From an optimization exercise on the open Yosys and OpenROAD flow, aimed at small area, a short achievable clock period and few clock cycles; shortcuts taken in it are not production practice. Only simulation tests tie the RTL to the original design; equivalence was not proved. No activity file was given, so power comes from the tool's default toggle rates.

===== flow/design.v =====
module ck_unit (
    input  wire        clk,
    input  wire        rst,
    input  wire        req_valid,
    output wire        req_ready,
    input  wire        req_write,
    input  wire [7:0]  req_addr,
    input  wire [31:0] req_wdata,
    output reg         rsp_valid,
    output reg  [31:0] rsp_rdata,
    output wire        irq,
    output wire        evt_mismatch,
    output reg         evt_alive
);
    localparam [5:0] A_ID        = 6'h00;
    localparam [5:0] A_CTRL      = 6'h01;
    localparam [5:0] A_POLY      = 6'h02;
    localparam [5:0] A_POLYVAL   = 6'h03;
    localparam [5:0] A_INIT      = 6'h04;
    localparam [5:0] A_XOROUT    = 6'h05;
    localparam [5:0] A_BLOCK     = 6'h06;
    localparam [5:0] A_ALIVE     = 6'h07;
    localparam [5:0] A_EXPECTED  = 6'h0B;
    localparam [5:0] A_RESULT    = 6'h0C;
    localparam [5:0] A_FLAGS     = 6'h0D;
    localparam [5:0] A_IRQ_EN    = 6'h0E;
    localparam [5:0] A_BLOCKS    = 6'h10;
    localparam [5:0] A_MISMATCH  = 6'h11;
    localparam [5:0] A_REPEATS   = 6'h12;
    localparam [5:0] A_GAPS      = 6'h13;
    localparam [5:0] A_ALIVE_REF = 6'h14;
    localparam [5:0] A_FEED      = 6'h16;
    localparam [5:0] A_FEED1     = 6'h17;
    localparam [5:0] A_CMD       = 6'h18;
    localparam [31:0] ID_VALUE   = 32'h000D_0100;
    localparam [31:0] MU_P1 = 32'h04D1_01DF;
    localparam [31:0] MU_P2 = 32'h1F91_CAF6;
    localparam [31:0] MU_P3 = 32'h1130_3471;
    localparam [31:0] MU_P4 = 32'h0715_6A16;
    reg        en;
    reg [2:0]  src;
    reg [7:0]  id;
    reg [1:0]  end_mode;
    reg [1:0]  exp_src;
    reg [1:0]  alive_w;
    reg        nibble;
    reg [2:0]  preset;
    reg [5:0]  width;
    reg        refin;
    reg        refout;
    reg [31:0] polyval;
    reg [31:0] initval;
    reg [31:0] xorout;
    reg [23:0] block_len;
    reg [7:0]  delim;
    reg [23:0] alive_off;
    reg [31:0] expected;
    reg [31:0] result;      
    reg        res_fix;
    reg [6:0]  flags;
    reg [6:0]  irq_en;
    reg [31:0] cnt_blocks;
    reg [31:0] cnt_mismatch;
    reg [31:0] cnt_repeats;
    reg [31:0] cnt_gaps;
    reg [15:0] alive_ref;
    reg        alive_valid;
    reg [31:0] mu;
    reg [31:0] crc;         
    reg [31:0] tail;        
    reg        tail_ref;    
    reg [24:0] nbytes;      
    reg [23:0] left;        
    reg [3:0]  kh;          
    reg [4:0]  ch;          
    reg        ends_r;      
    reg        as_neg;      
    reg        as_small;    
    reg        as_m1;       
    reg [2:0]  as3;         
    reg [3:0]  as_le;       
    reg [3:0]  as_jh;       
    reg [3:0]  as_jl;       
    reg [4:0]  need;        
    reg        cmp_pend;    
    reg        rsp_late;    
    reg        evt_m;
    reg        r_new;       
    reg [16:0] rsel;        
    reg [31:0] r_data;      
    reg [3:0]  vm;          
    reg [3:0]  dhit;        
    reg        div_pend;
    reg        div_align;
    reg        div_run;
    reg [31:0] p_al;        
    reg [31:0] i_al;        
    reg [4:0]  lsh;         
    reg [5:0]  e_w;
    reg [31:0] e_poly;
    reg [31:0] e_init;
    reg [31:0] e_xor;
    reg        e_refin;
    reg        e_refout;
    always @(*) begin
        case (preset)
            3'd1: begin
                e_w = 6'd32; e_poly = 32'h04C1_1DB7; e_init = 32'hFFFF_FFFF;
                e_xor = 32'hFFFF_FFFF; e_refin = 1'b1; e_refout = 1'b1;
            end
            3'd2: begin
                e_w = 6'd32; e_poly = 32'h1EDC_6F41; e_init = 32'hFFFF_FFFF;
                e_xor = 32'hFFFF_FFFF; e_refin = 1'b1; e_refout = 1'b1;
            end
            3'd3: begin
                e_w = 6'd16; e_poly = 32'h0000_1021; e_init = 32'h0000_FFFF;
                e_xor = 32'h0000_0000; e_refin = 1'b0; e_refout = 1'b0;
            end
            3'd4: begin
                e_w = 6'd8; e_poly = 32'h0000_0007; e_init = 32'h0000_0000;
                e_xor = 32'h0000_0000; e_refin = 1'b0; e_refout = 1'b0;
            end
            default: begin
                e_w = width; e_poly = polyval; e_init = initval;
                e_xor = xorout; e_refin = refin; e_refout = refout;
            end
        endcase
    end
    wire [31:0] wmask   = 32'hFFFF_FFFF >> lsh;
    wire [31:0] xor_m   = e_xor & wmask;
    wire [2:0] e_bytes = 3'd4 - {1'b0, lsh[4:3]};
    function [31:0] reflect32;
        input [31:0] v;
        integer i;
        begin
            for (i = 0; i < 32; i = i + 1)
                reflect32[i] = v[31 - i];
        end
    endfunction
    function [31:0] refbytes;
        input [31:0] v;
        integer i;
        begin
            for (i = 0; i < 32; i = i + 1)
                refbytes[i] = v[(i & ~7) + 7 - (i & 7)];
        end
    endfunction
    function [31:0] barrett;
        input [31:0] a;
        input [31:0] m;
        input [31:0] p;
        integer i, j;
        reg [31:0] q;
        begin
            q = a;
            for (j = 0; j < 32; j = j + 1)
                for (i = j + 1; i < 32; i = i + 1)
                    q[j] = q[j] ^ (a[i] & m[32 + j - i]);
            barrett = 32'd0;
            for (j = 0; j < 32; j = j + 1)
                for (i = 0; i <= j; i = i + 1)
                    barrett[j] = barrett[j] ^ (q[i] & p[j - i]);
        end
    endfunction
    function [31:0] finalize;
        input [31:0] c;
        input        ro;
        input [4:0]  sh;
        input [31:0] xm;
        input [31:0] wm;
        begin
            finalize = ((ro ? reflect32(c) : (c >> sh)) ^ xm) & wm;
        end
    endfunction
    wire [31:0] wd = r_data;
    wire [2:0] w_src      = wd[3:1];
    wire [7:0] w_id       = wd[15:8];
    wire [1:0] w_end_mode = wd[17:16];
    reg q_ctrl_ok, q_poly_ok, q_pval_ok, q_init_ok, q_xor_ok, q_block_ok, q_alive_ok;
    reg q_irqen_ok, q_cfg_err, q_exp, q_flags, q_soft, q_cmd_end, q_cmd_rst, q_en_rise, q_div_trig;
    reg [3:0] q_cnt;
    wire ctrl_ok  = q_ctrl_ok;
    wire poly_ok  = q_poly_ok;
    wire cmd_end  = q_cmd_end;
    wire cmd_rst  = q_cmd_rst;
    wire en_rise  = q_en_rise;
    wire blk_rst  = cmd_rst || en_rise;
    wire div_trig = q_div_trig;
    wire       en_d    = ctrl_ok ? wd[0] : en;
    wire [2:0] src_d   = ctrl_ok ? w_src : src;
    wire [7:0] id_d    = ctrl_ok ? w_id : id;
    wire       nib_d   = ctrl_ok ? wd[22] : nibble;
    wire [1:0] aw_d    = ctrl_ok ? wd[21:20] : alive_w;
    wire       bl0_d   = q_block_ok ? (wd[23:0] == 24'd0) : (block_len == 24'd0);
    wire [2:0] preset_d = poly_ok ? wd[2:0]  : preset;
    wire [5:0] width_d  = poly_ok ? wd[13:8] : width;
    wire [1:0] exp_d    = ctrl_ok ? wd[19:18] : exp_src;
    wire [1:0] emode_d  = ctrl_ok ? w_end_mode : end_mode;
    wire [5:0] w_eff_d  = (preset_d == 3'd0) ? width_d :
                          (preset_d == 3'd3) ? 6'd16 :
                          (preset_d == 3'd4) ? 6'd8 : 6'd32;
    wire [5:0] lsh_d    = 6'd32 - w_eff_d;
    wire       trl_d    = (exp_d == 2'd1) || (exp_d == 2'd2);
    wire feeding = vm[0];
    wire [2:0] k = {kh[3], kh[2] | kh[1], kh[2] | kh[0]};
    wire ends  = ends_r;
    wire [3:0] rem = ({4{kh[0]}} & {1'b0, vm[3:1]}) | ({4{kh[1]}} & {2'b0, vm[3:2]}) |
                     ({4{kh[2]}} & {3'b0, vm[3]});
    wire split = |rem;
    wire       trailer = (exp_src == 2'd1) || (exp_src == 2'd2);
    wire [31:0] cb = {r_data[7:0], r_data[15:8], r_data[23:16], r_data[31:24]};
    wire [63:0] sw = {tail, cb};
    reg  [31:0] d_top;
    wire [31:0] tail_next = ({32{kh[0]}} & sw[55:24]) | ({32{kh[1]}} & sw[47:16]) |
                            ({32{kh[2]}} & sw[39:8])  | ({32{kh[3]}} & sw[31:0]);
    wire [31:0] a_full = crc ^ d_top;
    reg  [31:0] a_hi;
    reg  [31:0] crc_post;
    always @(*) begin
        a_hi = ({32{ch[1]}} & {24'd0, a_full[31:24]}) |
               ({32{ch[2]}} & {16'd0, a_full[31:16]}) |
               ({32{ch[3]}} & {8'd0, a_full[31:8]}) |
               ({32{ch[4]}} & a_full);
        crc_post = ({32{ch[0]}} & crc) |
                   ({32{ch[1]}} & {crc[23:0], 8'd0}) |
                   ({32{ch[2]}} & {crc[15:0], 16'd0}) |
                   ({32{ch[3]}} & {crc[7:0], 24'd0});
    end
    wire [31:0] crc_next = barrett(a_hi, mu, p_al) ^ crc_post;
    wire [23:0] left_next = (blk_rst || end_ev) ? block_len : feeding ? left - {21'd0, k} : left;
    wire [25:0] n_sum   = {1'b0, nbytes} + {23'd0, k};
    wire [24:0] n_next  = n_sum[25] ? 25'h1FF_FFFF : n_sum[24:0];
    wire [24:0] n_nx    = (blk_rst || end_ev) ? 25'd0 : feeding ? n_next : nbytes;
    wire        s_neg   = as_neg;
    wire        s_small = as_small;
    wire        s_m1    = as_m1;
    wire [2:0]  s3      = as3;
    wire        aw3     = (alive_w == 2'd3);
    wire        k0      = (kh == 4'd0);
    wire        lt_k    = (kh[0] & as_le[0]) | (kh[1] & as_le[1]) | (kh[2] & as_le[2]) | (kh[3] & as_le[3]);
    wire        lt_k1   = (kh[1] & as_le[0]) | (kh[2] & as_le[1]) | (kh[3] & as_le[2]);
    wire        hit12   = lt_k;
    wire        hit3    = s_m1 ? !k0 : lt_k1;
    wire        alive_hit = feeding && (alive_w != 2'd0) && (aw3 ? hit3 : hit12);
    wire [7:0]  a_bc  = ({8{as_jh[0]}} & r_data[7:0])   | ({8{as_jh[1]}} & r_data[15:8]) |
                        ({8{as_jh[2]}} & r_data[23:16]) | ({8{as_jh[3]}} & r_data[31:24]);
    wire [7:0]  a_loc = ({8{as_jl[0]}} & tail[7:0])     | ({8{as_jl[1]}} & r_data[7:0]) |
                        ({8{as_jl[2]}} & r_data[15:8])  | ({8{as_jl[3]}} & r_data[23:16]);
    wire [15:0] a_raw = e_refin ? refbytes({16'd0, a_bc, a_loc}) : {a_bc, a_loc};
    wire [7:0]  a_b   = a_raw[15:8];
    wire [7:0]  a_lo  = a_raw[7:0];
    reg [15:0] alive_v;
    reg [15:0] alive_mod;
    always @(*) begin
        case (alive_w)
            2'd1:    begin alive_v = {12'd0, nibble ? a_b[7:4] : a_b[3:0]}; alive_mod = 16'h000F; end
            2'd2:    begin alive_v = {8'd0, a_b};  alive_mod = 16'h00FF; end
            default: begin alive_v = {a_b, a_lo};  alive_mod = 16'hFFFF; end
        endcase
    end
    wire [15:0] alive_succ = (alive_ref + 16'd1) & alive_mod;
    wire a_first  = alive_hit && !alive_valid;
    wire a_next   = alive_hit && alive_valid && (alive_v == alive_succ);
    wire a_repeat = alive_hit && alive_valid && !(alive_v == alive_succ) && (alive_v == alive_ref);
    wire a_gap    = alive_hit && alive_valid && !(alive_v == alive_succ) && !(alive_v == alive_ref);
    wire end_ev = (feeding && ends) || (cmd_end && (nbytes != 25'd0));
    wire [31:0] t_raw = tail_ref ? refbytes(tail) : tail;
    reg  [31:0] tail_be;
    reg  [31:0] tail_le;
    always @(*) begin
        case (e_bytes)
            3'd1: begin tail_be = {24'd0, t_raw[7:0]};  tail_le = {24'd0, t_raw[7:0]}; end
            3'd2: begin tail_be = {16'd0, t_raw[15:0]}; tail_le = {16'd0, t_raw[7:0], t_raw[15:8]}; end
            3'd3: begin tail_be = {8'd0, t_raw[23:0]};  tail_le = {8'd0, t_raw[7:0], t_raw[15:8], t_raw[23:16]}; end
            default: begin tail_be = t_raw; tail_le = {t_raw[7:0], t_raw[15:8], t_raw[23:16], t_raw[31:24]}; end
        endcase
    end
    wire [31:0] exp_value = (exp_src == 2'd1) ? tail_le :
                            (exp_src == 2'd2) ? tail_be : expected;
    wire        end_chunk = feeding && ends;
    wire        end_cmd   = end_ev && !end_chunk;
    wire [31:0] fin_in   = res_fix ? result : crc;
    wire [31:0] res_fin  = finalize(fin_in, e_refout, lsh, xor_m, wmask);
    wire        mismatch = (cmp_pend || (end_cmd && compare)) &&
                           (((res_fin ^ exp_value) & wmask) != 32'd0);
    wire [3:0] n_lo_k    = {1'b0, nbytes[2:0]} + {1'b0, k};
    wire short_crc   = trailer && (nbytes[24:3] == 22'd0) && (n_lo_k <= {1'b0, e_bytes});
    wire short_alive = (alive_w != 2'd0) &&
                       (aw3 ? (k0 ? (!s_neg || s_m1) : (!s_neg && !lt_k1)) : (!s_neg && !lt_k));
    wire compare     = (exp_src == 2'd0) || (trailer && !short_crc);
    wire div_last = div_run && mu[31];
    assign req_ready = !(feeding && split) && !div_trig && !div_pend && !div_align && !(div_run && !div_last);
    wire acc = req_valid && req_ready;
    wire [3:0] dhit_in = {req_wdata[31:24] == delim, req_wdata[23:16] == delim,
                          req_wdata[15:8] == delim, req_wdata[7:0] == delim};
    wire [3:0] vm_n = acc ? ((in_feed && feed_ok) ? 4'b1111 : (in_feed1 && feed_ok) ? 4'b0001 : 4'b0000) : rem;
    wire [3:0] dhit_sh = ({4{kh[0]}} & {1'b0, dhit[3:1]}) | ({4{kh[1]}} & {2'b0, dhit[3:2]}) |
                         ({4{kh[2]}} & {3'b0, dhit[3]});
    wire [3:0] dhit_n = acc ? dhit_in : dhit_sh;
    wire [8:1] eql;
    wire [4:1] eqb;
    genvar gi;
    generate
        for (gi = 1; gi <= 8; gi = gi + 1) begin : g_eql
            assign eql[gi] = (left == gi);
        end
        for (gi = 1; gi <= 4; gi = gi + 1) begin : g_eqb
            assign eqb[gi] = (block_len == gi);
        end
    endgenerate
    wire [3:0] lhit_f = ({4{kh[0]}} & eql[5:2]) | ({4{kh[1]}} & eql[6:3]) |
                        ({4{kh[2]}} & eql[7:4]) | ({4{kh[3]}} & eql[8:5]);
    wire [3:0] lhit_n = (blk_rst || end_ev) ? eqb : feeding ? lhit_f : eql[4:1];
    wire [3:0] emv_n = ((emode_d == 2'd0) ? lhit_n : (emode_d == 2'd2) ? dhit_n : 4'b0000) & vm_n;
    wire [3:0] last_n = vm_n & ~{1'b0, vm_n[3:1]};
    wire [3:0] kh_n = emv_n[0] ? 4'b0001 : emv_n[1] ? 4'b0010 : emv_n[2] ? 4'b0100 : emv_n[3] ? 4'b1000 : last_n;
    reg  [4:0] te_n;
    always @(*) begin
        if (!trl_d)
            te_n = 5'b00001;
        else case (preset_d)
            3'd1, 3'd2: te_n = 5'b10000;
            3'd3:       te_n = 5'b00100;
            3'd4:       te_n = 5'b00010;
            default:    te_n = (width_d > 6'd24) ? 5'b10000 : (width_d > 6'd16) ? 5'b01000 :
                               (width_d > 6'd8) ? 5'b00100 : 5'b00010;
        endcase
    end
    wire [4:0] need_k = {need[4] & k0,
                         (need[3] & k0) | (need[4] & kh[0]),
                         (need[2] & k0) | (need[3] & kh[0]) | (need[4] & kh[1]),
                         (need[1] & k0) | (need[2] & kh[0]) | (need[3] & kh[1]) | (need[4] & kh[2]),
                         need[0] | (need[1] & !k0) | (need[2] & (kh[1] | kh[2] | kh[3])) |
                         (need[3] & (kh[2] | kh[3])) | (need[4] & kh[3])};
    wire [4:0] need_n = (blk_rst || end_ev) ? te_n : need_k;
    wire [23:0] aoff_d = q_alive_ok ? wd[23:0] : alive_off;
    wire [25:0] a_sub_f = {2'b0, aoff_d} - {1'b0, feeding ? n_next : nbytes};
    wire [25:0] a_sub_n = (blk_rst || end_ev) ? {2'b0, aoff_d} : a_sub_f;
    wire [1:0]  jh_n    = (aw_d == 2'd3) ? a_sub_n[1:0] + 2'd1 : a_sub_n[1:0];
    wire [4:0] ch_n;
    assign ch_n[4] = kh_n[3] & need_n[0];
    assign ch_n[3] = (kh_n[3] & need_n[1]) | (kh_n[2] & need_n[0]);
    assign ch_n[2] = (kh_n[3] & need_n[2]) | (kh_n[2] & need_n[1]) | (kh_n[1] & need_n[0]);
    assign ch_n[1] = (kh_n[3] & need_n[3]) | (kh_n[2] & need_n[2]) | (kh_n[1] & need_n[1]) | (kh_n[0] & need_n[0]);
    assign ch_n[0] = ~|ch_n[4:1];
    wire [4:0] win_n;
    assign win_n[0] = |(te_n & need_n);
    assign win_n[1] = (te_n[1] & need_n[0]) | (te_n[2] & need_n[1]) | (te_n[3] & need_n[2]) | (te_n[4] & need_n[3]);
    assign win_n[2] = (te_n[2] & need_n[0]) | (te_n[3] & need_n[1]) | (te_n[4] & need_n[2]);
    assign win_n[3] = (te_n[3] & need_n[0]) | (te_n[4] & need_n[1]);
    assign win_n[4] = te_n[4] & need_n[0];
    wire       in_feed  = req_write && (req_addr[7:2] == A_FEED);
    wire       in_feed1 = req_write && (req_addr[7:2] == A_FEED1);
    reg  [31:0] r_data_n;
    always @(*) begin
        if (acc)
            r_data_n = ((in_feed || in_feed1) && e_refin) ? refbytes(req_wdata) : req_wdata;
        else if (div_align)
            r_data_n = p_al;
        else if (div_run)
            r_data_n = {r_data[30:0], 1'b0} ^ (r_data[31] ? p_al : 32'd0);
        else if (feeding)
            case (k)
                3'd1:    r_data_n = {8'd0, r_data[31:8]};
                3'd2:    r_data_n = {16'd0, r_data[31:16]};
                3'd3:    r_data_n = {24'd0, r_data[31:24]};
                default: r_data_n = r_data;
            endcase
        else
            r_data_n = r_data;
    end
    wire [31:0] tail_n = feeding ? tail_next : tail;
    wire [63:0] sw_n   = {tail_n, r_data_n[7:0], r_data_n[15:8], r_data_n[23:16], r_data_n[31:24]};
    wire       feed_ok  = en_d && (src_d == 3'd0);
    wire [5:0]  ca    = req_addr[7:2];
    wire [31:0] cw    = req_wdata;
    wire        cwr   = acc && req_write;
    reg  [7:0]  c_allowed;
    always @(*) begin
        case (cw[3:1])
            3'd1, 3'd2: c_allowed = 8'h3F;
            3'd4:       c_allowed = 8'h0F;
            3'd5:       c_allowed = 8'h1F;
            3'd6:       c_allowed = 8'h01;
            3'd7:       c_allowed = 8'h07;
            default:    c_allowed = 8'h00;
        endcase
    end
    wire c_same      = (cw[3:1] == src_d) && (cw[15:8] == id_d) && (cw[17:16] == emode_d) &&
                       (cw[19:18] == exp_d) && (cw[21:20] == aw_d) && (cw[22] == nib_d);
    wire c_ctrl_bad  = ((cw[15:8] & ~c_allowed) != 8'd0) ||
                       ((cw[17:16] == 2'd1) && ((cw[3:1] == 3'd0) || (cw[3:1] == 3'd3))) ||
                       ((cw[17:16] == 2'd0) && bl0_d) ||
                       (en_d && !c_same);
    wire c_poly_bad  = en_d || (cw[2:0] > 3'd4) || (cw[13:8] == 6'd0) || (cw[13:8] > 6'd32);
    wire c_block_bad = en_d || ((cw[23:0] == 24'd0) && (emode_d == 2'd0));
    wire c_ctrl  = cwr && (ca == A_CTRL);
    wire c_poly  = cwr && (ca == A_POLY);
    wire c_block = cwr && (ca == A_BLOCK);
    wire c_enreg = cwr && ((ca == A_POLYVAL) || (ca == A_INIT) || (ca == A_XOROUT) ||
                           (ca == A_ALIVE) || (ca == A_IRQ_EN));
    wire c_cmd   = cwr && (ca == A_CMD);
    wire [32:0] inc_blocks   = {1'b0, cnt_blocks}   + 33'd1;
    wire [32:0] inc_mismatch = {1'b0, cnt_mismatch} + 33'd1;
    wire [32:0] inc_repeats  = {1'b0, cnt_repeats}  + 33'd1;
    wire [32:0] inc_gaps     = {1'b0, cnt_gaps}     + 33'd1;
    always @(posedge clk) begin
        if (rst) begin
            en <= 1'b0; src <= 3'd0; id <= 8'd0; end_mode <= 2'd0; exp_src <= 2'd0;
            alive_w <= 2'd0; nibble <= 1'b0;
            preset <= 3'd2; width <= 6'd32; refin <= 1'b1; refout <= 1'b1;
            polyval <= 32'd0; initval <= 32'd0; xorout <= 32'd0;
            block_len <= 24'd64; delim <= 8'd0; alive_off <= 24'd0;
            expected <= 32'd0; result <= 32'd0; res_fix <= 1'b0; cmp_pend <= 1'b0;
            flags <= 7'd0; irq_en <= 7'h77;
            cnt_blocks <= 32'd0; cnt_mismatch <= 32'd0; cnt_repeats <= 32'd0; cnt_gaps <= 32'd0;
            alive_ref <= 16'd0; alive_valid <= 1'b0;
            mu <= MU_P2; p_al <= 32'h1EDC_6F41; i_al <= 32'hFFFF_FFFF;
            lsh <= 5'd0; div_align <= 1'b0;
            nbytes <= 25'd0;
            q_ctrl_ok <= 1'b0; q_poly_ok <= 1'b0; q_pval_ok <= 1'b0; q_init_ok <= 1'b0;
            q_xor_ok <= 1'b0; q_block_ok <= 1'b0; q_alive_ok <= 1'b0; q_irqen_ok <= 1'b0;
            q_cfg_err <= 1'b0; q_exp <= 1'b0; q_flags <= 1'b0; q_soft <= 1'b0; q_cmd_end <= 1'b0;
            q_cmd_rst <= 1'b0; q_en_rise <= 1'b0; q_div_trig <= 1'b0; q_cnt <= 4'd0;
            r_new <= 1'b0; vm <= 4'd0; kh <= 4'd0; ch <= 5'd1; ends_r <= 1'b0; div_pend <= 1'b0; div_run <= 1'b0;
            rsp_valid <= 1'b0; rsp_late <= 1'b0; evt_m <= 1'b0;
            evt_alive <= 1'b0;
        end else begin
            r_new     <= acc;
            vm        <= vm_n;
            kh        <= kh_n;
            ch        <= ch_n;
            ends_r    <= |emv_n;
            rsp_valid <= (acc && !req_write && !end_chunk) || rsp_late;
            rsp_late  <= acc && !req_write && end_chunk;
            if (acc) begin
                rsel    <= {ca == A_ALIVE_REF, ca == A_GAPS, ca == A_REPEATS, ca == A_MISMATCH,
                            ca == A_BLOCKS, ca == A_IRQ_EN, ca == A_FLAGS, ca == A_RESULT,
                            ca == A_EXPECTED, ca == A_ALIVE, ca == A_BLOCK, ca == A_XOROUT,
                            ca == A_INIT, ca == A_POLYVAL, ca == A_POLY, ca == A_CTRL, ca == A_ID};
            end
            q_ctrl_ok  <= c_ctrl && !c_ctrl_bad;
            q_en_rise  <= c_ctrl && !c_ctrl_bad && cw[0] && !en_d;
            q_poly_ok  <= c_poly && !c_poly_bad;
            q_pval_ok  <= cwr && (ca == A_POLYVAL) && !en_d;
            q_init_ok  <= cwr && (ca == A_INIT) && !en_d;
            q_xor_ok   <= cwr && (ca == A_XOROUT) && !en_d;
            q_block_ok <= c_block && !c_block_bad;
            q_alive_ok <= cwr && (ca == A_ALIVE) && !en_d;
            q_irqen_ok <= cwr && (ca == A_IRQ_EN) && !en_d;
            q_cfg_err  <= (c_ctrl && c_ctrl_bad) || (c_poly && c_poly_bad) ||
                          (c_block && c_block_bad) || (c_enreg && en_d);
            q_exp      <= cwr && (ca == A_EXPECTED);
            q_flags    <= cwr && (ca == A_FLAGS);
            q_soft     <= (in_feed || in_feed1) && acc && (src_d != 3'd0);
            q_cmd_end  <= c_cmd && (cw[1:0] == 2'd1);
            q_cmd_rst  <= c_cmd && (cw[1:0] == 2'd2);
            q_cnt      <= {cwr && (ca == A_GAPS), cwr && (ca == A_REPEATS),
                           cwr && (ca == A_MISMATCH), cwr && (ca == A_BLOCKS)};
            q_div_trig <= (c_poly && !c_poly_bad && (cw[2:0] == 3'd0)) ||
                          (cwr && ((ca == A_POLYVAL) || (ca == A_INIT)) && !en_d && (preset_d == 3'd0));
            div_pend <= div_trig;
            lsh      <= lsh_d[4:0];
            if (div_pend) begin
                p_al      <= polyval & wmask;
                i_al      <= initval & wmask;
                mu        <= wmask;
                div_align <= 1'b1;
            end else if (div_align) begin
                if (mu[31]) begin
                    mu        <= 32'd1;
                    div_align <= 1'b0;
                    div_run   <= 1'b1;
                end else begin
                    p_al <= {p_al[30:0], 1'b0};
                    i_al <= {i_al[30:0], 1'b0};
                    mu   <= {mu[30:0], 1'b0};
                end
            end else if (div_run) begin
                mu <= {mu[30:0], r_data[31]};
                if (mu[31]) div_run <= 1'b0;
            end else if (poly_ok) begin
                case (wd[2:0])
                    3'd1: begin mu <= MU_P1; p_al <= 32'h04C1_1DB7; i_al <= 32'hFFFF_FFFF; end
                    3'd2: begin mu <= MU_P2; p_al <= 32'h1EDC_6F41; i_al <= 32'hFFFF_FFFF; end
                    3'd3: begin mu <= MU_P3; p_al <= 32'h1021_0000; i_al <= 32'hFFFF_0000; end
                    3'd4: begin mu <= MU_P4; p_al <= 32'h0700_0000; i_al <= 32'h0000_0000; end
                    default: ;
                endcase
            end
            evt_alive    <= a_repeat || a_gap;
            if (q_cfg_err) flags[6] <= 1'b1;
            if (q_soft)    flags[5] <= 1'b1;
            if (ctrl_ok) begin
                en       <= wd[0];
                src      <= w_src;
                id       <= w_id;
                end_mode <= w_end_mode;
                exp_src  <= wd[19:18];
                alive_w  <= wd[21:20];
                nibble   <= wd[22];
            end
            if (poly_ok) begin
                preset <= wd[2:0];
                width  <= wd[13:8];
                refin  <= wd[14];
                refout <= wd[15];
            end
            if (q_pval_ok)  polyval <= wd;
            if (q_init_ok)  initval <= wd;
            if (q_xor_ok)   xorout  <= wd;
            if (q_block_ok) begin
                block_len <= wd[23:0];
                delim     <= wd[31:24];
            end
            if (q_alive_ok) alive_off <= wd[23:0];
            if (q_exp)      expected <= wd;
            if (q_irqen_ok) irq_en <= wd[6:0];
            if (q_flags)    flags <= (flags | {6'd0, mismatch}) & ~wd[6:0];
            if (q_cnt[0]) cnt_blocks <= wd;
            else if (end_ev && !inc_blocks[32]) cnt_blocks <= inc_blocks[31:0];
            if (q_cnt[1]) cnt_mismatch <= wd;
            else if (mismatch && !inc_mismatch[32]) cnt_mismatch <= inc_mismatch[31:0];
            if (q_cnt[2]) cnt_repeats <= wd;
            else if (a_repeat && !inc_repeats[32]) cnt_repeats <= inc_repeats[31:0];
            if (q_cnt[3]) cnt_gaps <= wd;
            else if (a_gap && !inc_gaps[32]) cnt_gaps <= inc_gaps[31:0];
            if (blk_rst) begin
                alive_ref   <= 16'd0;
                alive_valid <= 1'b0;
            end else begin
                if (a_first) begin
                    alive_ref   <= alive_v;
                    alive_valid <= 1'b1;
                end
                if (a_next || a_gap) alive_ref <= alive_v;
                if (a_repeat) flags[1] <= 1'b1;
                if (a_gap)    flags[2] <= 1'b1;
            end
            cmp_pend <= end_chunk && compare;
            evt_m    <= mismatch;
            if (mismatch && !q_flags) flags[0] <= 1'b1;
            if (end_chunk) begin
                result  <= crc_next;
                res_fix <= 1'b1;
                if (short_crc || short_alive) flags[3] <= 1'b1;
            end else if (end_ev) begin
                result  <= res_fin;
                res_fix <= 1'b0;
                if (short_crc || short_alive) flags[3] <= 1'b1;
            end else if (res_fix) begin
                result  <= res_fin;
                res_fix <= 1'b0;
            end
            if (blk_rst || end_ev) begin
                nbytes <= 25'd0;
            end else if (feeding) begin
                nbytes <= n_next;
            end
        end
        if (blk_rst || end_ev) begin
            crc  <= i_al;
        end else if (feeding) begin
            crc  <= crc_next;
        end
        r_data <= r_data_n;
        d_top <= ({32{win_n[0]}} & sw_n[31:0])  | ({32{win_n[1]}} & sw_n[39:8]) |
                 ({32{win_n[2]}} & sw_n[47:16]) | ({32{win_n[3]}} & sw_n[55:24]) |
                 ({32{win_n[4]}} & sw_n[63:32]);
        need <= need_n;
        as_neg   <= a_sub_n[25];
        as_small <= !a_sub_n[25] && (a_sub_n[24:3] == 22'd0);
        as_m1    <= &a_sub_n;
        as3      <= a_sub_n[2:0];
        as_le    <= {4{!a_sub_n[25] && (a_sub_n[24:3] == 22'd0)}} &
                    {a_sub_n[2:0] <= 3'd3, a_sub_n[2:0] <= 3'd2, a_sub_n[2:0] <= 3'd1, a_sub_n[2:0] == 3'd0};
        as_jh    <= (jh_n == 2'd0) ? 4'b0001 : (jh_n == 2'd1) ? 4'b0010 : (jh_n == 2'd2) ? 4'b0100 : 4'b1000;
        as_jl    <= (&a_sub_n) ? 4'b0001 : (a_sub_n[1:0] == 2'd0) ? 4'b0010 :
                    (a_sub_n[1:0] == 2'd1) ? 4'b0100 : 4'b1000;
        dhit <= dhit_n;
        if (feeding) begin
            tail     <= tail_next;
            tail_ref <= e_refin;
        end
        left <= left_next;
    end
    always @(*) begin
        rsp_rdata = ({32{rsel[0]}}  & ID_VALUE) |
                    ({32{rsel[1]}}  & {9'd0, nibble, alive_w, exp_src, end_mode, id, 4'd0, src, en}) |
                    ({32{rsel[2]}}  & {16'd0, refout, refin, width, 5'd0, preset}) |
                    ({32{rsel[3]}}  & polyval) |
                    ({32{rsel[4]}}  & initval) |
                    ({32{rsel[5]}}  & xorout) |
                    ({32{rsel[6]}}  & {delim, block_len}) |
                    ({32{rsel[7]}}  & {8'd0, alive_off}) |
                    ({32{rsel[8]}}  & expected) |
                    ({32{rsel[9]}}  & result) |
                    ({32{rsel[10]}} & {25'd0, flags}) |
                    ({32{rsel[11]}} & {25'd0, irq_en}) |
                    ({32{rsel[12]}} & cnt_blocks) |
                    ({32{rsel[13]}} & cnt_mismatch) |
                    ({32{rsel[14]}} & cnt_repeats) |
                    ({32{rsel[15]}} & cnt_gaps) |
                    ({32{rsel[16]}} & {15'd0, alive_valid, alive_ref});
    end
    assign irq = |(flags & irq_en);
    assign evt_mismatch = evt_m;
endmodule

===== flow/run.sh =====
#!/bin/bash
# synth_recipe.tcl (not shown) runs the flow's synth.tcl, then flattens the netlist and writes it again
# the make line also repeats each setting of config.mk as NAME=value (left out here)
make -C /OpenROAD-flow-scripts/flow DESIGN_CONFIG=/design/flow/config.mk WORK_HOME=/design/flow/orfs CLKGATE_MAP_FILE= SYNTH_SCRIPT=/design/flow/synth_recipe.tcl finish

===== flow/config.mk =====
export PLATFORM = sky130hd
export DESIGN_NAME = ck_unit
export DESIGN_NICKNAME = ck_unit
export VERILOG_FILES = /design/flow/design.v
export SDC_FILE = /design/flow/constraint.sdc
export NUM_CORES = 4
export LEC_CHECK = 0
export ABC_CLOCK_PERIOD_IN_PS = 5000
export CAP_MARGIN = 20
export CORE_MARGIN = 2
export CORE_UTILIZATION = 40
export SETUP_SLACK_MARGIN = 2.0
export SLEW_MARGIN = 20

===== flow/constraint.sdc =====
create_clock -name core_clock -period 7.0 [get_ports {clk}]
set_input_delay 1.4000 -clock core_clock [delete_from_list [all_inputs] [get_ports {clk}]]
set_output_delay 1.4000 -clock core_clock [all_outputs]
set_load 0.01 [all_outputs]

==> key figures, run 1 <==
Run status
  • Status: no timing/DRC/antenna violations

Pwr
  • Part of the power in registers: 36.2%
  • Pwr Density: ~190 nW/um^2
  • Design Power: between 10000 and 15000 uW
  • Switching Fraction: 35.0%
  • P_leak: 0.0249 uW
  • Worst VDD drop: 0.187 mV
  • Clk network pwr share: 38.3%
  • Psw: 4730 uW
  • Comb pwr share: 25.5%
  • Internal power: between 8000 and 9000 uW

Die
  • I/O pin count: 81
  • Core area: 155000 um^2
  • Initial Utilization: 40.4%
  • # rows: 144
  • Die width: 399 um
  • Die height: around 400 um
  • Die ar.: 159000 um^2

Route
  • DR WL met2: about 140 mm
  • Routed via count: 66118
  • Via/cell ratio: 6.51
  • WL final: 334 mm
  • Drt pass-1 iters: 12
  • Max Used Layer: met5
  • Met3 wire length: roughly 40 mm
  • Drt drc: 0
  • Detail Route Antenna Nets: 0
  • WL met1: 124 mm
  • Starting DRT DRC Count: 10848
  • Wire length per cell: 32.9 um

Yosys
  • Commonest cells in the netlist: nand2_1 (1352), xnor2_1 (910), nor2_1 (865)
  • EDFF count, synth: 74
  • Synth Instances: 8130
  • Mapped cell area: 62400 um^2
  • Post-synth top flop: dfxtp_1
  • Mapped Nets: between 8000 and 9000
  • Top post-synthesis cells by area: dfxtp_1 (22%), xnor2_1 (13%), nand2_1 (8.1%)
  • Synth warn: 1
  • Area leader, netlist: dfxtp_1
  • Mean Syn Cell Area: 7.68 um^2
  • Synth top area share: around 22%
  • Synth Register Bits: approximately 770
  • Sequential area share after synthesis: 25.7%
  • Most common cell in the netlist: nand2_1
  • Share of flip-flops with an asynchronous set or reset: 0%
  • Cell variety after synth: between 90 and 100

Timing
  • RSZ-0062 raised after global routing: yes
  • Final period util: ~75%
  • Final Max Slew Viols: 0
  • F_max: 0.189 GHz
  • Worst relative slew slack: 20.8%
  • Skew final: 0.112 ns
  • Minimum clock period: around 5.3 ns
  • Hold Fails Final Rpt: 0
  • Setup TNS: 0 ns
  • Number of setup violations in the final report: 0
  • Slew @ Worst Pin: 1.19 ns

Min path
  • Hold Path Class: flip-flop to flip-flop

Clocking
  • CTS tree: done
  • Clk latency of the worst-skew pair: 0.76 ns
  • CTS Buffer Depth: 3
  • Clk slew on worst S/H paths: around 0.06 ns
  • H-Tree Depth: 3
  • Num CTS Buffers: 92
  • Clk sinks: 766
  • Root Buffer: clkbuf_16

Worst setup path
  • Endpoint type of the worst setup path: flip-flop
  • Worst endpoint data arrival time: 5.97 ns
  • CP Class: flip-flop to flip-flop
  • Maximum fanout along the worst path: 5
  • Critical Path RT: 7.69 ns
  • Crit-path slowest cell: fa_2
  • Crit path launch type: flip-flop
  • Most used cell, CP: a21o_1
  • Peak per-stage delay on the critical path: 0.36 ns

Final layout
  • Cell area after layout: just over 70000 um^2
  • Share of layout cells above drive strength 1: between 10% and 20%
  • Net count, final: 8137
  • Fillcell total: 15465
  • Area growth syn-to-layout: 13.9%
  • Fin util: 46.0%

Placement
  • Area post-placement: ~65000 um^2
  • HPWL after DPL: approximately 240 mm
  • I/O Buffers: 78
  • Routability cong.: 1.06

Global routing
  • Initial antenna violation count: 21
  • GRT Util Overall: 40.0%
  • First-pass GRT wire length: around 460 mm
  • Vias in the first global route: between 50000 and 60000
  • GRT Residual Overflow: 0
  • Largest net degree at the start of global routing: around 150

Job
  • Max-cap viol count: 0
[per-stage QoR]
| stage | worst slack [ns] | hold WS [ns] | std cells |
|---|---|---|---|
| final | 1.72 | 0.464 | 10158 |
| after global routing | 1.41 | 0.502 | 10152 |
| after CTS | 1.74 | 0.463 | 10062 |
| after detailed placement | 1.04 | 0.455 | 9814 |
| after global placement | 1.08 | 0.449 | 9814 |
| after floorplan | 2.00 | 0.416 | 8130 |
[what timing repair did]
item,CTS,global route
buffers inserted,81,79
setup endpoints to repair,184,108
hold buffers,0,0
pin swaps,37,79
cloned,0,8
gates resized for setup,107,136
[cell usage in the layout (no fill, tap or decap), drive strengths merged, types with 74 or more instances in the layout]
cell type and n:
inv 146, nor3 165, clkdlybuf4s50 77, xnor3 75, dfxtp 692, o21ai 326
a221oi 139, xor2 311, a211oi 96, nand3 263, a22oi 295, nand2 1353
mux2i 332, edfxtp 74, and3 88, xnor2 911, a21oi 247, clkbuf 141
buf 470, nor2 865
[power by group through the flow]
stage | registers [uW] | logic [uW] | clock network, uW
finish | 4900 | 3460 | 5180
global route | 4880 | 3500 | 5340
CTS | 4870 | 3150 | 5180
detailed placement | 4990 | 3020 | 0
global placement | 4990 | 3010 | 0
floorplan | 4780 | 1830 | 0
[worst max-delay path, delay by kind of cell (launching register included)]
| family | cells | cell delay, ns |
|---|---|---|
| compound gates | 13 | 2.43 |
| fa+ha+maj | 2 | 0.64 |
| buf+inv | 4 | 0.65 |
| flops | 1 | 0.33 |
| simple gates | 8 | 1.17 |
[final cells by class]
type	instances	area, um^2	share of cell area (%)
clock inverters	34	480	0.676
clock buffers	133	2720	3.82
flip-flops and latches	766	16100	22.7
repair buffers	555	4820	6.78
diodes	6	15.0	0.0211
multi-input cells	6476	43800	61.6
well taps	2044	2560	3.60
inverters	144	551	0.774
[cell families after synthesis]
logic type,synth area share [%]
buffers and inverters,5.67
muxes,8.43
and+or+nand+nor,21.1
adders and majority gates,1.21
AOI/OAI and AO/OA,18.0
xor gates and xnor gates,19.9
DFF,25.7
[path summary, 6_finish.rpt]
path	startpoint	endpoint	slack, ns	depth (start not counted)
max	kh[1]$_SDFF_PP0_	as_le[3]$_DFF_P_	1.72	27
min	mu[0]$_SDFFE_PP0P_	mu[0]$_SDFFE_PP0P_	0.46	2
max reg2reg	kh[1]$_SDFF_PP0_	as_le[3]$_DFF_P_	1.72	27
min reg2reg	mu[0]$_SDFFE_PP0P_	mu[0]$_SDFFE_PP0P_	0.46	2
[per-layer routing]
metal / vias up / GRT usage, %
met3: 1153 / 9.28
met5: - / 0
met4: 8 / 31.1
li1: 28241 / -
met1: 31815 / 50.8
met2: 4901 / 58.5
Testbench counts, summed over its fixed seeds: cycles 7,129.
==> inputs of run 2 (changes only) <==
--- a/flow/design.v
+++ b/flow/design.v
@@ -76,2 +76,3 @@
     reg        ends_r;      
+    reg        nz;          
     reg        as_neg;      
@@ -265,3 +266,3 @@
     wire a_gap    = alive_hit && alive_valid && !(alive_v == alive_succ) && !(alive_v == alive_ref);
-    wire end_ev = (feeding && ends) || (cmd_end && (nbytes != 25'd0));
+    wire end_ev = (feeding && ends) || (cmd_end && nz);
     wire [31:0] t_raw = tail_ref ? refbytes(tail) : tail;
@@ -336,5 +337,14 @@
     wire [23:0] aoff_d = q_alive_ok ? wd[23:0] : alive_off;
-    wire [25:0] a_sub_f = {2'b0, aoff_d} - {1'b0, feeding ? n_next : nbytes};
-    wire [25:0] a_sub_n = (blk_rst || end_ev) ? {2'b0, aoff_d} : a_sub_f;
-    wire [1:0]  jh_n    = (aw_d == 2'd3) ? a_sub_n[1:0] + 2'd1 : a_sub_n[1:0];
+    wire [25:0] a_base  = {2'b0, aoff_d} - {1'b0, nbytes};
+    wire        b_sm16  = !a_base[25] && (a_base[24:4] == 21'd0);
+    wire [4:0]  a_t     = {1'b0, a_base[3:0]} - {2'b0, k};
+    wire        f_neg   = a_base[25] || (b_sm16 && a_t[4]);
+    wire        f_m1    = ((&a_base) && k0) || (b_sm16 && (&a_t));
+    wire        f_small = b_sm16 && !a_t[4] && !a_t[3];
+    wire        r_sel   = blk_rst || end_ev;
+    wire        sn_neg   = r_sel ? 1'b0 : f_neg;
+    wire        sn_m1    = r_sel ? 1'b0 : f_m1;
+    wire        sn_small = r_sel ? (aoff_d[23:3] == 21'd0) : f_small;
+    wire [2:0]  sn_low   = r_sel ? aoff_d[2:0] : a_t[2:0];
+    wire [1:0]  jh_n    = (aw_d == 2'd3) ? sn_low[1:0] + 2'd1 : sn_low[1:0];
     wire [4:0] ch_n;
@@ -419,3 +429,3 @@
             lsh <= 5'd0; div_align <= 1'b0;
-            nbytes <= 25'd0;
+            nbytes <= 25'd0; nz <= 1'b0;
             q_ctrl_ok <= 1'b0; q_poly_ok <= 1'b0; q_pval_ok <= 1'b0; q_init_ok <= 1'b0;
@@ -556,4 +566,6 @@
                 nbytes <= 25'd0;
+                nz     <= 1'b0;
             end else if (feeding) begin
                 nbytes <= n_next;
+                nz     <= 1'b1;
             end
@@ -570,11 +582,10 @@
         need <= need_n;
-        as_neg   <= a_sub_n[25];
-        as_small <= !a_sub_n[25] && (a_sub_n[24:3] == 22'd0);
-        as_m1    <= &a_sub_n;
-        as3      <= a_sub_n[2:0];
-        as_le    <= {4{!a_sub_n[25] && (a_sub_n[24:3] == 22'd0)}} &
-                    {a_sub_n[2:0] <= 3'd3, a_sub_n[2:0] <= 3'd2, a_sub_n[2:0] <= 3'd1, a_sub_n[2:0] == 3'd0};
+        as_neg   <= sn_neg;
+        as_small <= sn_small;
+        as_m1    <= sn_m1;
+        as3      <= sn_low;
+        as_le    <= {4{sn_small}} & {sn_low <= 3'd3, sn_low <= 3'd2, sn_low <= 3'd1, sn_low == 3'd0};
         as_jh    <= (jh_n == 2'd0) ? 4'b0001 : (jh_n == 2'd1) ? 4'b0010 : (jh_n == 2'd2) ? 4'b0100 : 4'b1000;
-        as_jl    <= (&a_sub_n) ? 4'b0001 : (a_sub_n[1:0] == 2'd0) ? 4'b0010 :
-                    (a_sub_n[1:0] == 2'd1) ? 4'b0100 : 4'b1000;
+        as_jl    <= sn_m1 ? 4'b0001 : (sn_low[1:0] == 2'd0) ? 4'b0010 :
+                    (sn_low[1:0] == 2'd1) ? 4'b0100 : 4'b1000;
         dhit <= dhit_n;
--- a/flow/config.mk
+++ b/flow/config.mk
@@ -7,3 +7,3 @@
 export LEC_CHECK = 0
-export ABC_CLOCK_PERIOD_IN_PS = 5000
+export ABC_CLOCK_PERIOD_IN_PS = 4700
 export CAP_MARGIN = 20
@@ -11,3 +11,3 @@
 export CORE_UTILIZATION = 40
-export SETUP_SLACK_MARGIN = 2.0
+export SETUP_SLACK_MARGIN = 2.3
 export SLEW_MARGIN = 20
==> run 2 against run 1 <==
Design area is 3.3% higher. Still clean on timing, DRC and antenna. Die area is 0.36% lower. Via count is 1.5% higher. Largest cell class unchanged. Global-route usage is 0.74 points lower. Clock skew is 0.072 ns lower. Count of clock-buffer cells in the layout is 8 lower. Sequential share of layout area is 0.71 points lower. Non-clock buffer count is 58 higher.
==> key figures, run 2 <==
Timing
  • Setup TNS: 0 ns (unchanged)
  • Skew final: 0.0402 ns (was 0.112 ns)
  • F_max: 0.197 GHz (was 0.189 GHz)
  • Worst relative slew slack: 19.5% (was 20.8%)
  • Slew @ Worst Pin: 1.19 ns (about the same)
  • Minimum clock period: 5.09 ns (was 5.28 ns)
  • Hold Fails Final Rpt: 0 (unchanged)
  • Number of setup violations in the final report: 0 (unchanged)
  • RSZ-0062 raised after global routing: yes (unchanged)
  • Final Max Slew Viols: 0 (unchanged)
  • Final period util: 72.7% (was 75.5%)

Global routing
  • Largest net degree at the start of global routing: 180 (was 154)
  • Initial antenna violation count: 24 (was 21)
  • GR met2 Demand/Resource: 57.2% (was 58.5%)
  • GRT Util Overall: 39.3% (was 40.0%)
  • Vias in the first global route: 59508 (was 59838)
  • GRT Residual Overflow: 0 (unchanged)
  • Layer with the highest usage: met2 (unchanged)
  • First-pass GRT wire length: 452 mm (was 460 mm)
  • Met1 Resource Use GR: 48.9% (was 50.8%)
  • GR met3 Demand/Resource: 10.2% (was 9.28%)

Route
  • Starting DRT DRC Count: 11928 (was 10848)
  • Via/cell ratio: 6.55 (was 6.51)
  • Drt pass-1 iters: 13 (was 12)
  • WL final: 331 mm (was 334 mm)
  • Routed via count: 67110 (was 66118)
  • Drt drc: 0 (unchanged)
  • Wire length per cell: 32.4 um (was 32.9 um)
  • Detail Route Antenna Nets: 0 (unchanged)

Yosys
  • Post-synth top flop: dfxtp_1 (unchanged)
  • Mean Syn Cell Area: 7.65 um^2 (was 7.68 um^2)
  • Area leader, netlist: dfxtp_1 (unchanged)
  • Top post-synthesis cells by area: dfxtp_1 (22%), xnor2_1 (13%), nand2_1 (8.2%) (was dfxtp_1 (22%), xnor2_1 (13%), nand2_1 (8.1%))
  • Post-synthesis mux area share: 8.16% (was 8.43%)
  • Most common cell in the netlist: nand2_1 (unchanged)
  • Mapped cell area: 62200 um^2 (was 62400 um^2)
  • Largest family of logic cells by synthesized area: simple AND/OR/NAND/NOR gates (unchanged)
  • Synth Area in Simple Gates: 21.3% (was 21.1%)
  • Synth top area share: 22.3% (was 22.2%)
  • Sequential area share after synthesis: 25.9% (was 25.7%)
  • Cell variety after synth: 100 (was 95)
  • Synth Register Bits: 767 (was 766)
  • EDFF count, synth: 74 (unchanged)
  • Commonest cells in the netlist: nand2_1 (1365), xnor2_1 (950), nor2_1 (815) (was nand2_1 (1352), xnor2_1 (910), nor2_1 (865))
  • Mapped Nets: 8241 (was 8232)
  • Compound-Gate Fraction of Synth Area: 18.0% (about the same)
  • Synth Area in Adders: 1.31% (was 1.21%)
  • Post-synthesis xor/xnor area fraction: 20.0% (was 19.9%)
  • Share of flip-flops with an asynchronous set or reset: 0% (unchanged)
  • Synth warn: 1 (unchanged)
  • Synth Instances: 8135 (was 8130)

Worst setup path
  • Peak per-stage delay on the critical path: 0.82 ns (was 0.36 ns)
  • Crit path max-delay family: compound AO/OA/AOI/OAI gates (unchanged)
  • Maximum fanout along the worst path: 7 (was 5)
  • Reg2reg end: cnt_mismatch[26]$_SDFFE_PP0P_ (was as_le[3]$_DFF_P_)
  • Critical Path RT: 7.61 ns (was 7.69 ns)
  • WP depth: 15 (was 27)
  • R2R cell count: 15 (was 27)
  • Crit-path slowest cell: a222oi_1 (was fa_2)
  • Crit path launch type: flip-flop (unchanged)
  • Register-to-register setup slack: 1.91 ns (was 1.72 ns)
  • Buffers & Inverters on Critical Path: 1 (was 4)
  • Endpoint type of the worst setup path: flip-flop (unchanged)
  • CP Cell Sequence: mux4_2 -> mux4_2 -> mux2_4 -> a222oi_1 -> xnor2_1 -> xor2_1 -> a2bb2oi_1 -> o211a_1 -> o2111a_1 -> a41o_4 -> buf_4 -> or2_4 -> or3_4 -> xor2_1 -> o21ai_1
  • Setup crit start: crc[14]$_DFFE_PP_ (was kh[1]$_SDFF_PP0_)
  • CP Class: flip-flop to flip-flop (unchanged)
  • Reg2Reg Launch Point: crc[14]$_DFFE_PP_ (was kh[1]$_SDFF_PP0_)
  • Worst endpoint data arrival time: 5.70 ns (was 5.97 ns)

Die
  • Initial Utilization: 40.3% (was 40.4%)
  • Die ar.: 159000 um^2 (about the same)
  • I/O pin count: 81 (unchanged)
  • Die width: 398 um (was 399 um)
  • Die height: 398 um (was 399 um)
  • # rows: 144 (unchanged)
  • Core area: 154000 um^2 (was 155000 um^2)

Placement
  • Routability cong.: 1.05 (was 1.06)
  • Placed cells: 9799 (was 9814)
  • I/O Buffers: 78 (unchanged)
  • HPWL after DPL: 231 mm (was 242 mm)
  • Area post-placement: 65100 um^2 (was 65400 um^2)

Clocking
  • Root Buffer: clkbuf_16 (unchanged)
  • H-Tree Depth: 3 (unchanged)
  • Clk slew on worst S/H paths: 0.07 ns (was 0.06 ns)
  • Hold buffers post-CTS: 0 (unchanged)
  • CTS tree: done (unchanged)
  • CTS Buffer Depth: 3 (unchanged)
  • Num CTS Buffers: 90 (was 92)
  • Clk sinks: 767 (was 766)
  • Clk latency of the worst-skew pair: 0.74 ns (was 0.76 ns)

Final layout
  • Fillcell total: 14995 (was 15465)
  • Non-Filler Instances: 10239 (was 10158)
  • Share of layout cells above drive strength 1: 14.7% (was 12.0%)
  • Net count, final: 8219 (was 8137)
  • Cell area after layout: 73500 um^2 (was 71100 um^2)
  • Commonest non-fill, non-tap cell in the layout: nand2_1 (unchanged)
  • Area growth syn-to-layout: 18.1% (was 13.9%)
  • Most frequent cells in the layout: nand2_1 (1303), xnor2_1 (871), nor2_1 (799) (was nand2_1 (1343), xnor2_1 (884), nor2_1 (853))

Job
  • Max-cap viol count: 0 (unchanged)

Run status
  • Status: no timing/DRC/antenna violations (unchanged)

Min path
  • Hold path endpoint: nz$_SDFFE_PP0P_ (was mu[0]$_SDFFE_PP0P_)
  • Hold Path Class: flip-flop to flip-flop (unchanged)
  • Hold Path Origin: nz$_SDFFE_PP0P_ (was mu[0]$_SDFFE_PP0P_)
  • WHS Path Cells: 2 (unchanged)

Pwr
  • Worst VDD drop: 0.190 mV (was 0.187 mV)
  • Pwr Density: 198 nW/um^2 (was 190 nW/um^2)
  • P_leak: 0.0256 uW (was 0.0249 uW)
## run 2: what timing repair did
item,4_1_cts,5_1_grt
cloned,5,19
setup buffers,124,117
gates resized for setup,170,398
endpoints found under the hold margin,0,0
endpoints found under the setup margin,189,157
pin swaps,57,248
## run 2: where the power goes
group | total (uW) | internal (uW) | leakage, uW | switching (uW)
registers | 4880 | 4620 | 0.00631 | 258
logic | 4610 | 1700 | 0.0178 | 2910
clock network | 5040 | 2860 | 0.00151 | 2180
total | 14500 | 9190 | 0.0256 | 5350
## run 2: logic make-up after synthesis
logic type / Yosys count
flip-flops: 767
multiplexers: 426
AO/OA/AOI/OAI: 1633
buffers and inverters: 880
XOR/XNOR: 1318
adder cells (fa/ha/maj): 63
AND/OR/NAND/NOR: 3048
## run 2: worst min-delay path, stage by stage, from the launching register on
cell,delay [ns]
dfxtp_1,0.35
nor2_1,0.05
nor2_1,0.07
## run 2: per-stage QoR
stage	total power [uW]	utilization (%)	worst slack, ns	hold WS (ns)
6_report	14500	47.6	1.91	0.497
5_1_grt	14700	47.6	1.94	0.519
4_1_cts	13800	45.4	2.14	0.493
3_5_place_dp	8650	42.2	1.16	0.478
3_3_place_gp	8630	42.2	1.21	0.466
2_1_floorplan	6920	-	2.30	0.416
## run 2: how the worst max path moves through the flow
stage,endpoint
after CTS,cnt_mismatch[16]$_SDFFE_PP0P_
after global placement,cnt_mismatch[21]$_SDFFE_PP0P_
final,cnt_mismatch[26]$_SDFFE_PP0P_
after detailed placement,cnt_mismatch[21]$_SDFFE_PP0P_
after global routing,cnt_mismatch[16]$_SDFFE_PP0P_
after floorplan,as_jl[2]$_SDFF_PP0_
## run 2: area by class of cell
type / count / area, um^2 / share of cell area [%]
inverters: 147 / 561 / 0.763
diodes: 7 / 17.5 / 0.0238
clock buffers: 125 / 2580 / 3.51
clock inverters: 42 / 504 / 0.686
repair buffers: 613 / 5900 / 8.03
multi-input cells: 6493 / 45200 / 61.5
flip-flops and latches: 767 / 16100 / 22.0
repair inverters: 1 / 5.00 / 0.00681
well taps: 2044 / 2560 / 3.48
## run 2: routing by layer
| metal | wire length [um] | part of all wire, % |
|---|---|---|
| met1 | 119000 | 36 |
| met2 | 135000 | 41 |
| met3 | 42900 | 13 |
| met4 | 34600 | 10 |
| met5 | 90 | 0.027 |
Testbench counts of run 2, summed over its fixed seeds: cycles 7,129.
==> inputs of run 3 (changes only) <==
--- a/flow/design.v
+++ b/flow/design.v
@@ -99,2 +99,5 @@
     reg [4:0]  lsh;         
+    reg [3:0]  sh8;         
+    reg [7:0]  sh1;         
+    reg        sh_rf;       
     reg [5:0]  e_w;
@@ -203,2 +206,4 @@
     wire [5:0] lsh_d    = 6'd32 - w_eff_d;
+    wire       rfo_d    = (preset_d == 3'd0) ? (poly_ok ? wd[15] : refout) :
+                          (preset_d == 3'd1) || (preset_d == 3'd2);
     wire       trl_d    = (exp_d == 2'd1) || (exp_d == 2'd2);
@@ -283,3 +288,10 @@
     wire [31:0] fin_in   = res_fix ? result : crc;
-    wire [31:0] res_fin  = finalize(fin_in, e_refout, lsh, xor_m, wmask);
+    wire [31:0] fs1 = ({32{sh8[0]}} & fin_in)         | ({32{sh8[1]}} & (fin_in >> 8)) |
+                      ({32{sh8[2]}} & (fin_in >> 16)) | ({32{sh8[3]}} & (fin_in >> 24));
+    wire [31:0] fs2 = ({32{sh1[0]}} & fs1)        | ({32{sh1[1]}} & (fs1 >> 1)) |
+                      ({32{sh1[2]}} & (fs1 >> 2)) | ({32{sh1[3]}} & (fs1 >> 3)) |
+                      ({32{sh1[4]}} & (fs1 >> 4)) | ({32{sh1[5]}} & (fs1 >> 5)) |
+                      ({32{sh1[6]}} & (fs1 >> 6)) | ({32{sh1[7]}} & (fs1 >> 7)) |
+                      ({32{sh_rf}} & reflect32(fin_in));
+    wire [31:0] res_fin  = (fs2 ^ xor_m) & wmask;
     wire        mismatch = (cmp_pend || (end_cmd && compare)) &&
@@ -428,3 +440,3 @@
             mu <= MU_P2; p_al <= 32'h1EDC_6F41; i_al <= 32'hFFFF_FFFF;
-            lsh <= 5'd0; div_align <= 1'b0;
+            lsh <= 5'd0; sh8 <= 4'b0001; sh1 <= 8'd0; sh_rf <= 1'b1; div_align <= 1'b0;
             nbytes <= 25'd0; nz <= 1'b0;
@@ -473,2 +485,5 @@
             lsh      <= lsh_d[4:0];
+            sh8      <= 4'b0001 << lsh_d[4:3];
+            sh1      <= rfo_d ? 8'd0 : (8'b0000_0001 << lsh_d[2:0]);
+            sh_rf    <= rfo_d;
             if (div_pend) begin
--- a/flow/config.mk
+++ b/flow/config.mk
@@ -7,3 +7,3 @@
 export LEC_CHECK = 0
-export ABC_CLOCK_PERIOD_IN_PS = 4700
+export ABC_CLOCK_PERIOD_IN_PS = 4500
 export CAP_MARGIN = 20
@@ -11,3 +11,3 @@
 export CORE_UTILIZATION = 40
-export SETUP_SLACK_MARGIN = 2.3
+export SETUP_SLACK_MARGIN = 2.5
 export SLEW_MARGIN = 20
==> run 3 against run 2 <==
Critical path depth up 4. Routed wire length increased by 4.1%. Design area grew 3.3%. Combinational power shrank 12%. Non-clock buffer count up 126. Worst hold slack got worse by 0.0076 ns. Setup slack improved by 0.24 ns. Area after synthesis about the same. Global-route usage increased by 1.9 points. Critical path type unchanged. Largest power group unchanged.
==> key figures, run 3 <==
Global routing
  • GRT Residual Overflow: 0 (unchanged)
  • GRT Util Overall: 41.2% (was 39.3%)
  • Vias in the first global route: 61037 (was 59508)
  • Initial antenna violation count: 14 (was 24)
  • First-pass GRT wire length: 471 mm (was 452 mm)
  • Largest net degree at the start of global routing: 172 (was 180)

Die
  • Die width: 398 um (about the same)
  • # rows: 144 (unchanged)
  • Die height: 398 um (about the same)
  • I/O pin count: 81 (unchanged)
  • Die ar.: 159000 um^2 (about the same)
  • Initial Utilization: 40.3% (about the same)
  • Core area: 154000 um^2 (unchanged)

Yosys
  • Post-synth top flop: dfxtp_1 (unchanged)
  • Cell variety after synth: 102 (was 100)
  • Synth Register Bits: 780 (was 767)
  • Mean Syn Cell Area: 7.62 um^2 (was 7.65 um^2)
  • Area leader, netlist: dfxtp_1 (unchanged)
  • EDFF count, synth: 74 (unchanged)
  • Share of flip-flops with an asynchronous set or reset: 0% (unchanged)
  • Top post-synthesis cells by area: dfxtp_1 (23%), xnor2_1 (13%), nand2_1 (7.8%) (was dfxtp_1 (22%), xnor2_1 (13%), nand2_1 (8.2%))
  • Commonest cells in the netlist: nand2_1 (1294), nor2_1 (896), xnor2_1 (890) (was nand2_1 (1365), xnor2_1 (950), nor2_1 (815))
  • Synth Instances: 8169 (was 8135)
  • Synth warn: 1 (unchanged)
  • Mapped cell area: 62200 um^2 (about the same)
  • Most common cell in the netlist: nand2_1 (unchanged)
  • Mapped Nets: 8278 (was 8241)
  • Sequential area share after synthesis: 26.3% (was 25.9%)
  • Synth top area share: 22.7% (was 22.3%)

Timing
  • Hold Fails Final Rpt: 0 (unchanged)
  • F_max: 0.206 GHz (was 0.197 GHz)
  • Skew final: 0.0388 ns (was 0.0402 ns)
  • Number of setup violations in the final report: 0 (unchanged)
  • Final period util: 69.2% (was 72.7%)
  • Minimum clock period: 4.85 ns (was 5.09 ns)
  • Slew @ Worst Pin: 1.26 ns (was 1.19 ns)
  • Worst relative slew slack: 15.8% (was 19.5%)
  • Final Max Slew Viols: 0 (unchanged)
  • RSZ-0062 raised after global routing: yes (unchanged)
  • Setup TNS: 0 ns (unchanged)

Placement
  • HPWL after DPL: 239 mm (was 231 mm)
  • Routability cong.: 1.06 (was 1.05)
  • I/O Buffers: 78 (unchanged)

Route
  • Wire length per cell: 33.2 um (was 32.4 um)
  • Via/cell ratio: 6.59 (was 6.55)
  • Starting DRT DRC Count: 11424 (was 11928)
  • Drt drc: 0 (unchanged)
  • Detail Route Antenna Nets: 0 (unchanged)
  • WL final: 345 mm (was 331 mm)
  • Routed via count: 68432 (was 67110)
  • Drt pass-1 iters: 12 (was 13)

Clocking
  • Clk latency of the worst-skew pair: 0.75 ns (was 0.74 ns)
  • CTS Buffer Depth: 3 (unchanged)
  • Clk slew on worst S/H paths: 0.06 ns (was 0.07 ns)
  • CTS tree: done (unchanged)
  • Num CTS Buffers: 90 (unchanged)
  • Root Buffer: clkbuf_16 (unchanged)
  • Clk sinks: 780 (was 767)
  • Hold buffers post-CTS: 0 (unchanged)
  • H-Tree Depth: 3 (unchanged)

Final layout
  • Fillcell total: 14810 (was 14995)
  • Net count, final: 8367 (was 8219)
  • Fin util: 49.2% (was 47.6%)
  • Commonest non-fill, non-tap cell in the layout: nand2_1 (unchanged)
  • Area growth syn-to-layout: 22.0% (was 18.1%)
  • Most frequent cells in the layout: nand2_1 (1207), nor2_1 (871), xnor2_1 (760) (was nand2_1 (1303), xnor2_1 (871), nor2_1 (799))
  • Share of layout cells above drive strength 1: 17.1% (was 14.7%)

Worst setup path
  • Reg2reg end: cnt_mismatch[31]$_SDFFE_PP0P_ (was cnt_mismatch[26]$_SDFFE_PP0P_)
  • CP Class: flip-flop to flip-flop (unchanged)
  • Reg2Reg Launch Point: crc[24]$_DFFE_PP_ (was crc[14]$_DFFE_PP_)
  • R2R cell count: 19 (was 15)
  • Peak per-stage delay on the critical path: 0.55 ns (was 0.82 ns)
  • Crit-path slowest cell: nor4_4 (was a222oi_1)
  • Register-to-register setup slack: 2.15 ns (was 1.91 ns)
  • Endpoint type of the worst setup path: flip-flop (unchanged)
  • Worst endpoint data arrival time: 5.47 ns (was 5.70 ns)
  • Maximum fanout along the worst path: 7 (unchanged)
  • Critical Path RT: 7.63 ns (was 7.61 ns)
  • Most used cell, CP: buf_6
  • Crit path launch type: flip-flop (unchanged)
  • CP Cell Sequence: buf_6 -> buf_6 -> buf_6 -> buf_6 -> mux2_4 -> a22o_4 -> a22oi_1 -> nand2_1 -> nor4_4 -> xor2_1 -> xor2_1 -> o2bb2ai_1 -> a2111oi_4 -> a41oi_4 -> buf_12 -> and2_4 -> nand3_4 -> or4_1 -> a311oi_1 (was mux4_2 -> mux4_2 -> mux2_4 -> a222oi_1 -> xnor2_1 -> xor2_1 -> a2bb2oi_1 -> o211a_1 -> o2111a_1 -> a41o_4 -> buf_4 -> or2_4 -> or3_4 -> xor2_1 -> o21ai_1)

Min path
  • WHS Path Cells: 2 (unchanged)
  • Hold Path Origin: nz$_SDFFE_PP0P_ (unchanged)
  • Hold path endpoint: nz$_SDFFE_PP0P_ (unchanged)
  • Hold Path Class: flip-flop to flip-flop (unchanged)

Pwr
  • Worst VDD drop: 0.200 mV (was 0.190 mV)
  • P_leak: 0.0273 uW (was 0.0256 uW)
  • Pwr Density: 183 nW/um^2 (was 198 nW/um^2)

Job
  • Max-cap viol count: 0 (unchanged)

Run status
  • Status: no timing/DRC/antenna violations (unchanged)
==> run 3: cell count changes in the layout (fill, tap and decap cells not counted), sizes merged, moves of 26 or more <==
cell    before   now
a222oi      72    99
a211oi      72   111
xnor2      950   891
nor2b       53    27
mux4        59     0
nand2     1365  1294
a22oi      291   353
inv        145   175
nand3      283   241
a21oi      319   277
nor2       816   896
buf        519   649
==> run 3: power breakdown <==
group          total, uW  switching [uW]  internal (uW)  leakage, uW
registers           4870             209           4660      0.00642
clock network       4970            2190           2790      0.00149
logic               4060            2520           1540       0.0194
total              13900            4920           8990       0.0273
==> run 3: metal layers <==
metal	vias to the layer above	GRT usage (%)	wire (um)
li1	28834	-	-
met1	32846	50.8	124000
met2	5303	60.3	142000
met3	1439	10.4	42200
met4	10	34.3	36900
met5	-	0	60
==> run 3: critical path, delay by kind of cell, from the launching register on <==
family / cells / cell delay (ns)
simple gates: 5 / 1.58
compound gates: 6 / 1.30
buf+inv: 5 / 0.67
xor+xnor: 2 / 0.45
flops: 1 / 0.38
mux: 1 / 0.33
==> run 3: what timing repair did <==
item	in CTS	in global routing
setup buffers	229	140
gates resized for setup	427	415
setup endpoints to repair	242	201
gates cloned	17	9
hold endpoints to repair	0	0
pin swaps	203	295
==> run 3: cells by family (layout without fill, tap and decap cells) <==
| logic type | Yosys count | after routing | synth area share (%) |
|---|---|---|---|
| AND/OR/NAND/NOR | 2985 | 2986 | 20.7 |
| XOR/XNOR | 1292 | 1293 | 19.9 |
| buffers and inverters | 925 | 1085 | 5.80 |
| AO/OA/AOI/OAI | 1765 | 1767 | 20.1 |
| other | 0 | 7 | 0 |
| adder cells (fa/ha/maj) | 66 | 66 | 1.37 |
| flip-flops | 780 | 780 | 26.3 |
| multiplexers | 356 | 356 | 5.89 |
==> run 3: worst max-delay path by stage <==
stage          slack (ns)          startpoint                             to  depth (start not counted)
3_5_place_dp         1.17  res_fix$_SDFF_PP0_  cnt_mismatch[31]$_SDFFE_PP0P_                         15
2_1_floorplan        2.51   r_data[0]$_DFF_P_            as_jl[2]$_SDFF_PP0_                         18
5_1_grt              2.10   crc[27]$_DFFE_PP_        result[25]$_SDFFE_PP0P_                         22
6_report             2.15   crc[24]$_DFFE_PP_  cnt_mismatch[31]$_SDFFE_PP0P_                         19
4_1_cts              2.36   crc[31]$_DFFE_PP_        result[15]$_SDFFE_PP0P_                         21
3_3_place_gp         1.05  res_fix$_SDFF_PP0_  cnt_mismatch[29]$_SDFFE_PP0P_                         15
==> run 3: area by class of cell <==
class	count	area, um^2	share of cell area, %
Multi-Input combinational cell	6468	45700	60.3
Sequential cell	780	16400	21.6
Timing Repair Buffer	739	7440	9.80
Clock buffer	130	2640	3.47
Tap cell	2044	2560	3.37
Inverter	179	678	0.894
Clock inverter	37	400	0.528
Antenna cell	7	17.5	0.0231
==> run 3: stage by stage <==
| stage | power (uW) | area, um^2 | setup slack [ns] | hold slack (ns) | std cells |
|---|---|---|---|---|---|
| 3_5_place_dp | 8010 | 64900 | 1.17 | 0.480 | 9815 |
| 2_1_floorplan | 6660 | 62200 | 2.51 | 0.416 | 8169 |
| 4_1_cts | 13400 | 72400 | 2.36 | 0.489 | 10228 |
| 3_3_place_gp | 7980 | 64900 | 1.05 | 0.476 | 9814 |
| 5_1_grt | 14100 | 75900 | 2.10 | 0.517 | 10377 |
| 6_report | 13900 | 75900 | 2.15 | 0.490 | 10384 |
Testbench counts of run 3, summed over its fixed seeds: cycles 7,129.

## separate check: timing with driven ports
Ports are ideal in the flow. The routed layouts listed here were re-timed in OpenROAD.
Step 1 (the two cells are an assumption about what drives the block):
set clk [get_ports {clk}]
set_driving_cell -lib_cell sky130_fd_sc_hd__clkbuf_16 $clk
set_driving_cell -lib_cell sky130_fd_sc_hd__buf_2 [delete_from_list [all_inputs] $clk]
Step 2 times the ports against the registers' clock, not the clock port: input delays grow and output delays shrink by t, the midpoint of the rising clock arrivals with the driver on.
Slacks: ideal ports / drivers / drivers and shift; pairs: ideal ports / drivers.
run | t (ns) | setup slack, ns | hold WS [ns]
run 1 | 0.791 | 1.716 / 1.716 / 1.716 | 0.464 / 0.464 / 0.464
run 2 | 0.803 | 1.914 / 1.914 / 1.914 | 0.497 / 0.497 / 0.497
run 3 | 0.807 | 2.154 / 2.154 / 1.798 | 0.490 / 0.490 / 0.490
After both steps setup and hold are still met in every run listed. For run 3, which loses most, drivers alone change the setup slack by 0.000 ns; drivers and shift together by -0.356 ns.
